This design comes from an exercise in tuning for small area, a short achievable clock period and few clock cycles per item on the open sky130 flow, not from production work.
Function was checked by simulation only, so behaviour that the tests miss may differ from the original.

==> flow/design.v (excerpt) <==
module dx_ecc (
    input  wire        clk,
    input  wire        rst,
    input  wire        in_valid,
    output wire        in_ready,
    input  wire        in_op,
    input  wire [63:0] in_data,
    input  wire [15:0] in_check,
    output reg         out_valid,
    output reg  [63:0] out_data,
    output reg  [15:0] out_check,
    output reg  [2:0]  out_status
);
Size in the first run: ~1,700 cells after synthesis, about 280 flip-flops, roughly 170 I/O pins, roughly 16,000 sq um of cells after synthesis.
export LEC_CHECK = 0
export CAP_MARGIN = 20
export CORE_MARGIN = 2
export CORE_UTILIZATION = 60
export CTS_BUF_LIST = sky130_fd_sc_hd__clkbuf_4 sky130_fd_sc_hd__clkbuf_8
export CTS_CLUSTER_DIAMETER = 80
export CTS_CLUSTER_SIZE = 16
export SLEW_MARGIN = 20
create_clock -name core_clock -period 14.0 [get_ports {clk}]
standard.sh (not shown) runs the stock make flow with config.mk's settings and CLKGATE_MAP_FILE= SYNTH_SCRIPT=/design/flow/synth_recipe.tcl, a recipe that flattens the netlist after the stock synthesis.
==> flow/flow/run.sh <==
#!/bin/bash
# Own flow: the standard layout (standard synthesis unchanged), with
#  - port buffers of sky130_fd_sc_hd__buf_2 instead of the automatically chosen cell;
set -euo pipefail
bash standard.sh \
  "SETUP_SLACK_MARGIN=${FLOW_SETUP_MARGIN:-9.6}" \
  "BUFFER_PORTS_ARGS=-buffer_cell sky130_fd_sc_hd__buf_2" \
  finish > standard_make.log 2>&1
Testbench counts at the start, summed over its fixed seeds: cycles 12,024, items 12,000.
Next try:
--- a/flow/flow/run.sh
+++ b/flow/flow/run.sh
@@ -5,3 +5,3 @@
 bash standard.sh \
-  "SETUP_SLACK_MARGIN=${FLOW_SETUP_MARGIN:-9.6}" \
+  "SETUP_SLACK_MARGIN=${FLOW_SETUP_MARGIN:-9.5}" \
   "BUFFER_PORTS_ARGS=-buffer_cell sky130_fd_sc_hd__buf_2" \
Outcome:
- The new run produced a clean layout
- hold slack gains 0.0040 ns
- worst setup slack loses 0.094 ns
- sequential share of layout area increases by 0.32 points
- global-route usage is about the same
- via count decreases by 0.77%
Next try:
--- a/flow/flow/run.sh
+++ b/flow/flow/run.sh
@@ -5,3 +5,3 @@
 bash standard.sh \
-  "SETUP_SLACK_MARGIN=${FLOW_SETUP_MARGIN:-9.5}" \
+  "SETUP_SLACK_MARGIN=${FLOW_SETUP_MARGIN:-9.7}" \
   "BUFFER_PORTS_ARGS=-buffer_cell sky130_fd_sc_hd__buf_2" \
--- a/flow/config.mk
+++ b/flow/config.mk
@@ -9,3 +9,3 @@
 export CORE_MARGIN = 2
-export CORE_UTILIZATION = 60
+export CORE_UTILIZATION = 50
 export CTS_BUF_LIST = sky130_fd_sc_hd__clkbuf_4 sky130_fd_sc_hd__clkbuf_8
Outcome: Clock-buffer cell count increases by 1. Core utilization fell by 9.3 points. Sequential cell count stays the same.

========
dx_ecc again, from the RTL that the note above started with.
Design dx_ecc, start of the top module:
module dx_ecc (
    input  wire        clk,
    input  wire        rst,
    input  wire        in_valid,
    output wire        in_ready,
    input  wire        in_op,
    input  wire [63:0] in_data,
    input  wire [15:0] in_check,
    output reg         out_valid,
    output reg  [63:0] out_data,
    output reg  [15:0] out_check,
    output reg  [2:0]  out_status
);
    assign in_ready = 1'b1;
    function automatic [12:0] gf_pmul(input [6:0] a, input [6:0] b);
        integer i, j;
        begin
            gf_pmul = 13'd0;
            for (i = 0; i < 7; i = i + 1)
                for (j = 0; j < 7; j = j + 1)
                    gf_pmul[i + j] = gf_pmul[i + j] ^ (a[i] & b[j]);
        end
    endfunction
    function automatic [6:0] gf_mul(input [6:0] a, input [6:0] b);
        reg [12:0] p;
        integer i;
        begin
            p = 13'd0;
            for (i = 0; i < 7; i = i + 1)
                if (b[i]) p = p ^ ({6'd0, a} << i);
            for (i = 12; i >= 7; i = i - 1)
                if (p[i]) p = p ^ (13'h89 << (i - 7));
            gf_mul = p[6:0];
        end
    endfunction
    localparam [127:0] GF_INV3_T0 = 128'h85171f397d3521e1ec0715d9c155d956;
    localparam [127:0] GF_INV3_T1 = 128'h077bca8c40edde83cfa9b8fae20590f0;
    localparam [127:0] GF_INV3_T2 = 128'hd3d8a3c4b729aac8883ed3b1ef77e000;
    localparam [127:0] GF_INV3_T3 = 128'h9d7459fd639529fbdb72e2c062284688;
    localparam [127:0] GF_INV3_T4 = 128'h76d02a17ab13d34bf22b331b534913bc;
    localparam [127:0] GF_INV3_T5 = 128'h7a55ce6bcde0f5c45424a2b9e9a25f80;
    localparam [127:0] GF_INV3_T6 = 128'h4ae285f65b8d65a17edf971ddc8880a0;
    function automatic [6:0] gf_inv3(input [6:0] x);
        begin
  ...
Settings: LEC_CHECK=0, CAP_MARGIN=20, CORE_MARGIN=2, CORE_UTILIZATION=50, CTS_BUF_LIST=sky130_fd_sc_hd__clkbuf_4 sky130_fd_sc_hd__clkbuf_8, CTS_CLUSTER_DIAMETER=80, CTS_CLUSTER_SIZE=16, SLEW_MARGIN=20; clock period 14.0 ns.
==> flow/flow/run.sh <==
#!/bin/bash
# Own flow: the standard layout (standard synthesis unchanged), with
#  - port buffers of sky130_fd_sc_hd__buf_2 instead of the automatically chosen cell;
set -euo pipefail
bash standard.sh \
  "SETUP_SLACK_MARGIN=${FLOW_SETUP_MARGIN:-9.5}" \
  "BUFFER_PORTS_ARGS=-buffer_cell sky130_fd_sc_hd__buf_2" \
  finish > standard_make.log 2>&1
The starting point produced a clean layout.
Testbench counts at the start, summed over its fixed seeds: cycles 12,024, items 12,000.
Rerun with:
--- a/flow/flow/run.sh
+++ b/flow/flow/run.sh
@@ -5,3 +5,3 @@
 bash standard.sh \
-  "SETUP_SLACK_MARGIN=${FLOW_SETUP_MARGIN:-9.5}" \
+  "SETUP_SLACK_MARGIN=${FLOW_SETUP_MARGIN:-10.0}" \
   "BUFFER_PORTS_ARGS=-buffer_cell sky130_fd_sc_hd__buf_2" \
- CORE_UTILIZATION: 50 -> 60
Cell count decreases by 1.0%; cell area climbs by about 6%; clock-buffer cell count does not change; wire length is lower by 3.4%; die area goes down by about 16%; global-route usage came out higher by 4.7 points; hold slack barely changes.

static timing again, ports no longer ideal:
The results above use ideal ports. As a check the final layouts listed here were re-extracted and re-timed, cells and wires unchanged.
Step 1 assumes that a clkbuf_16 drives the clock port and a buf_2 every other input.
Step 2 adds t to the input delays and takes it off the output delays; t is the mean of the earliest and latest rising clock arrival at the registers after step 1. Input paths then give back, and output paths get back, about the clock's delay inside the block.
Three values: ideal, step 1, step 2; two values: the first two.
| run | t, ns | slack for setup (ns) | worst slew at a driven data input, ns |
|---|---|---|---|
| the first run of note 1 | 0.595 | 9.641 / 9.661 / 9.066 | 0.07 |
| the second run of note 1 | 0.594 | 9.547 / 9.547 / 9.074 | 0.07 |
| the third run of note 1 | 0.597 | 9.770 / 9.793 / 9.196 | 0.07 |
| the first run of note 2 | 0.597 | 9.593 / 9.604 / 9.007 | 0.07 |
| the second run of note 2 | 0.595 | 9.893 / 9.904 / 9.309 | 0.04 |
After both steps every run listed still meets setup and hold. For the first run of note 2, which loses most, drivers alone change the setup slack by +0.011 ns; drivers and shift together by -0.586 ns.
